Context: an optimization exercise on an open-source flow, tuned for small area, a short achievable clock period and few clock cycles. The choices shown serve that exercise and are no tape-out recipe. Only simulation tests tie the RTL to the original design; equivalence was not proved.

// plane_hit
module plane_hit (
    input  wire               clk,
    input  wire               rst,
    input  wire               start,
    output wire               ready,
    input  wire signed [31:0] x2,
    input  wire signed [31:0] y2,
    input  wire signed [17:0] tx,
    input  wire signed [17:0] ty,
    input  wire signed [27:0] pz,
    input  wire signed [31:0] px,
    input  wire signed [31:0] py,
    input  wire        [15:0] cw,
    input  wire        [15:0] ch,
    input  wire        [14:0] wp,
    input  wire        [14:0] hp,
    output reg                done,
    output reg                hit,
    output reg         [13:0] u,
    output reg         [13:0] v
);
export LEC_CHECK = 0
export CAP_MARGIN = 10
export CORE_MARGIN = 2
export CORE_UTILIZATION = 55
export CTS_CLUSTER_DIAMETER = 120
export CTS_CLUSTER_SIZE = 25
export PLACE_DENSITY = 0.7
export SLEW_MARGIN = 10
create_clock -name core_clock -period 16.0 [get_ports {clk}]
standard.sh (not shown) runs the stock make flow with config.mk's settings and CLKGATE_MAP_FILE= SYNTH_SCRIPT=/design/flow/synth_recipe.tcl, a recipe that flattens the netlist after the stock synthesis.
==> flow/flow/run.sh <==
#!/bin/bash
set -euo pipefail
bash standard.sh SETUP_SLACK_MARGIN=10.45 finish > make_finish.log 2>&1
Testbench counts at the start, summed over its fixed seeds: cycles 2,480.
Then changed:
==> flow/flow/run.sh (replaced) <==
#!/bin/bash
set -euo pipefail
bash standard.sh SETUP_SLACK_MARGIN=10.6 "BUFFER_PORTS_ARGS=-buffer_cell sky130_fd_sc_hd__buf_1" finish > make_finish.log 2>&1
Effect: The changed run passed the timing, DRC and antenna checks; global-route usage decreases by 0.15 points; core utilization went down by 1.1 points; routed wire length came out lower by 1.2%.
Then changed:
==> flow/flow/run.sh (replaced) <==
#!/bin/bash
set -euo pipefail
bash standard.sh SETUP_SLACK_MARGIN=10.7 finish > make_finish.log 2>&1
CAP_MARGIN = 5   (was 10)
CORE_UTILIZATION = 62   (was 55)
PLACE_DENSITY = 0.75   (was 0.7)
SLEW_MARGIN = 5   (was 10)
Global-route usage increases by 3.4 points.
Area after synthesis is unchanged.
Count of clock-buffer cells in the layout is unchanged.
Maximum frequency increases by 1.1%.
Routed wire length rises by 1.3%.
Then changed:
==> flow/flow/run.sh (replaced) <==
#!/bin/bash
set -euo pipefail
bash standard.sh SETUP_SLACK_MARGIN=10.6 finish > make_finish.log 2>&1
CAP_MARGIN = 20   (was 5)
CORE_UTILIZATION = 55   (was 62)
CTS_CLUSTER_DIAMETER = 100   (was 120)
CTS_CLUSTER_SIZE = 20   (was 25)
PLACE_DENSITY = 0.7   (was 0.75)
SLEW_MARGIN = 20   (was 5)
The changed run passed the timing, DRC and antenna checks. Final cell count goes up by 1.2%. Non-clock buffer count is lower by 67. Routed wire length goes down by 0.32%. Count of clock-buffer cells in the layout climbs by 16. Synthesized cell count does not change. Design area barely changes. Setup slack is worse by 70 ps. Global-route usage shrinks by 3.2 points. Synthesized area stays the same.
Then changed:
CORE_UTILIZATION = 40   (was 55)
PLACE_DENSITY = not set   (was 0.7)
After rerunning:
- The new run finished with timing, DRC and antenna clean
- cell area rises by 1.5%
- via count came out lower by 0.45%
- first-iteration DRC count decreases by 10%
- wire length is higher by 6.8%
- area after synthesis is unchanged
- utilization shrinks by 16 points
- register-to-register slack got worse by 20 ps
- cell count goes up by 7.5%
Then changed:
==> flow/flow/run.sh (replaced) <==
#!/bin/bash
set -euo pipefail
bash standard.sh SETUP_SLACK_MARGIN=10.6 "BUFFER_PORTS_ARGS=-buffer_cell sky130_fd_sc_hd__buf_1" finish > make_finish.log 2>&1
CAP_MARGIN = 10   (was 20)
CORE_UTILIZATION = 62   (was 40)
CTS_CLUSTER_DIAMETER = 120   (was 100)
CTS_CLUSTER_SIZE = 25   (was 20)
PLACE_DENSITY = 0.75   (was not set)
SLEW_MARGIN = 10   (was 20)
Hold slack improved by 7.3 ps.
Utilization goes up by 22 points.
Cell area came out lower by 4.1%.
Global-route usage went up by 8.4 points.
Via count rose by 1.2%.

========
Starting RTL as in the previous note.
==> flow/design.v (excerpt) <==
module plane_hit (
    input  wire               clk,
    input  wire               rst,
    input  wire               start,
    output wire               ready,
    input  wire signed [31:0] x2,
    input  wire signed [31:0] y2,
    input  wire signed [17:0] tx,
    input  wire signed [17:0] ty,
    input  wire signed [27:0] pz,
    input  wire signed [31:0] px,
    input  wire signed [31:0] py,
    input  wire        [15:0] cw,
    input  wire        [15:0] ch,
    input  wire        [14:0] wp,
    input  wire        [14:0] hp,
    output reg                done,
    output reg                hit,
    output reg         [13:0] u,
    output reg         [13:0] v
);
==> flow/config.mk <==
export PLATFORM = sky130hd
export DESIGN_NAME = plane_hit
export DESIGN_NICKNAME = plane_hit
export VERILOG_FILES = /design/flow/design.v
export SDC_FILE = /design/flow/constraint.sdc
export NUM_CORES = 4
export LEC_CHECK = 0
export CAP_MARGIN = 10
export CORE_MARGIN = 2
export CORE_UTILIZATION = 55
export CTS_CLUSTER_DIAMETER = 120
export CTS_CLUSTER_SIZE = 25
export PLACE_DENSITY = 0.7
export SLEW_MARGIN = 10
==> flow/constraint.sdc <==
create_clock -name core_clock -period 16.0 [get_ports {clk}]
set_input_delay 3.2000 -clock core_clock [delete_from_list [all_inputs] [get_ports {clk}]]
set_output_delay 3.2000 -clock core_clock [all_outputs]
set_load 0.01 [all_outputs]
==> flow/flow/run.sh <==
#!/bin/bash
set -euo pipefail
bash standard.sh SETUP_SLACK_MARGIN=10.7 "BUFFER_PORTS_ARGS=-buffer_cell sky130_fd_sc_hd__buf_1" finish > make_finish.log 2>&1
Testbench counts at the start, summed over its fixed seeds: cycles 2,480.
Rerun with:
==> flow/flow/run.sh (replaced) <==
#!/bin/bash
set -euo pipefail
bash standard.sh SETUP_SLACK_MARGIN=11 finish > make_finish.log 2>&1
Settings changed: CAP_MARGIN 10 to 20, CORE_UTILIZATION 55 to 40, CTS_CLUSTER_DIAMETER 120 to not set, CTS_CLUSTER_SIZE 25 to not set, PLACE_DENSITY 0.7 to not set, SLEW_MARGIN 10 to 20.
Outcome:
- wire length goes up by 12%
- via count increases by 2.7%
- worst hold slack degrades by 0.019 ns
- count of clock-buffer cells in the layout rose by 133
- global-route usage shrinks by 4.6 points

========
== run A ==
Starting RTL as in the previous note.
==> flow/config.mk <==
export PLATFORM = sky130hd
export DESIGN_NAME = plane_hit
export DESIGN_NICKNAME = plane_hit
export VERILOG_FILES = /design/flow/design.v
export SDC_FILE = /design/flow/constraint.sdc
export NUM_CORES = 4
export LEC_CHECK = 0
export CAP_MARGIN = 10
export CORE_MARGIN = 2
export CORE_UTILIZATION = 55
export CTS_CLUSTER_DIAMETER = 120
export CTS_CLUSTER_SIZE = 25
export PLACE_DENSITY = 0.7
export SLEW_MARGIN = 10
==> flow/constraint.sdc <==
create_clock -name core_clock -period 16.0 [get_ports {clk}]
set_input_delay 3.2000 -clock core_clock [delete_from_list [all_inputs] [get_ports {clk}]]
set_output_delay 3.2000 -clock core_clock [all_outputs]
set_load 0.01 [all_outputs]
==> flow/flow/run.sh <==
#!/bin/bash
set -euo pipefail
bash standard.sh SETUP_SLACK_MARGIN=10.6 finish > make_finish.log 2>&1
Testbench counts of run A, summed over its fixed seeds: cycles 2,480.
The following lists how run B was set up differently from run A:
- SLEW_MARGIN changed from 10 to 20
- CAP_MARGIN changed from 10 to 20
==> flow/flow/run.sh <==
#!/bin/bash
set -euo pipefail
bash standard.sh SETUP_SLACK_MARGIN=10.8 finish > make_finish.log 2>&1
Findings:
The actual slew at the worst max-slew pin in run B sits 0.16 ns above the value recorded for run A. Run A → run B: flip-flop and latch share of the layout cell area decreased by 0.55 points relative to the old numbers; fraction of area in non-clock buffers increased by 0.91 points relative to the old numbers; layout-stage area growth over the synthesis result increased by 2.1 points relative to the old numbers; setup slack increased by 0.011 ns relative to the old numbers; final area increased by about 2% relative to the old numbers. Number of cells after detailed placement essentially unchanged between run A and run B. As far as multi-input combinational cell count is concerned, run A and run B perform about the same. The lower net count of the finished layout of run B and run A is in run A.
### run B -> run C
- SLEW_MARGIN now 10, was 20
- CAP_MARGIN now 10, was 20
--- outcome ---
Run C vs. run B: core utilization did not really move, routed length on met3 about even. Diff run C..run B | setup slack of the critical path after layout | unchanged. Reported for run B and run C, number of gates on the worst path with buffers counted turned out identical to the last digit. From run C to run B, design area did not move at all.

[re-timing with driven ports]
The results above use ideal ports. As a check the final layouts listed here were re-extracted and re-timed, cells and wires unchanged.
Step 1 (the two cells are an assumption about what drives the block):
set clk [get_ports {clk}]
set_driving_cell -lib_cell sky130_fd_sc_hd__clkbuf_16 $clk
set_driving_cell -lib_cell sky130_fd_sc_hd__buf_2 [delete_from_list [all_inputs] $clk]
Step 2, shift: input delay + t, output delay - t, t = (earliest + latest rising clock arrival at the registers) / 2. This alone moves slack from input paths to output paths.
a / b / c = ideal ports / drivers / drivers and shift; a / b = the first two.
| run | t, ns | setup WS [ns] | hold WS [ns] | worst register clock-pin slew, ns |
|---|---|---|---|---|
| the first run of note 1 | 0.778 | 10.549 / 10.549 / 10.549 | 0.316 / 0.316 / 0.316 | 0.10 / 0.10 |
| the second run of note 1 | 0.788 | 10.725 / 10.725 / 10.725 | 0.321 / 0.321 / 0.321 | 0.10 / 0.10 |
| the third run of note 1 | 0.788 | 10.785 / 10.785 / 10.785 | 0.326 / 0.326 / 0.326 | 0.11 / 0.11 |
| the fourth run of note 1 | 0.791 | 10.715 / 10.715 / 10.715 | 0.309 / 0.309 / 0.309 | 0.09 / 0.09 |
| the fifth run of note 1 | 0.823 | 10.696 / 10.696 / 10.696 | 0.316 / 0.316 / 0.316 | 0.09 / 0.09 |
| the sixth run of note 1 | 0.786 | 10.643 / 10.643 / 10.643 | 0.324 / 0.324 / 0.324 | 0.10 / 0.10 |
| the first run of note 2 | 0.795 | 10.726 / 10.726 / 10.726 | 0.322 / 0.322 / 0.322 | 0.10 / 0.10 |
| the second run of note 2 | 0.896 | 10.605 / 10.605 / 10.605 | 0.303 / 0.303 / 0.303 | 0.07 / 0.07 |
| run A | 0.762 | 10.774 / 10.774 / 10.774 | 0.319 / 0.319 / 0.319 | 0.10 / 0.10 |
| run B | 0.789 | 10.785 / 10.785 / 10.785 | 0.322 / 0.322 / 0.322 | 0.10 / 0.10 |
| run C | 0.789 | 10.785 / 10.785 / 10.785 | 0.322 / 0.322 / 0.322 | 0.10 / 0.10 |
After both steps every run listed still meets setup and hold.
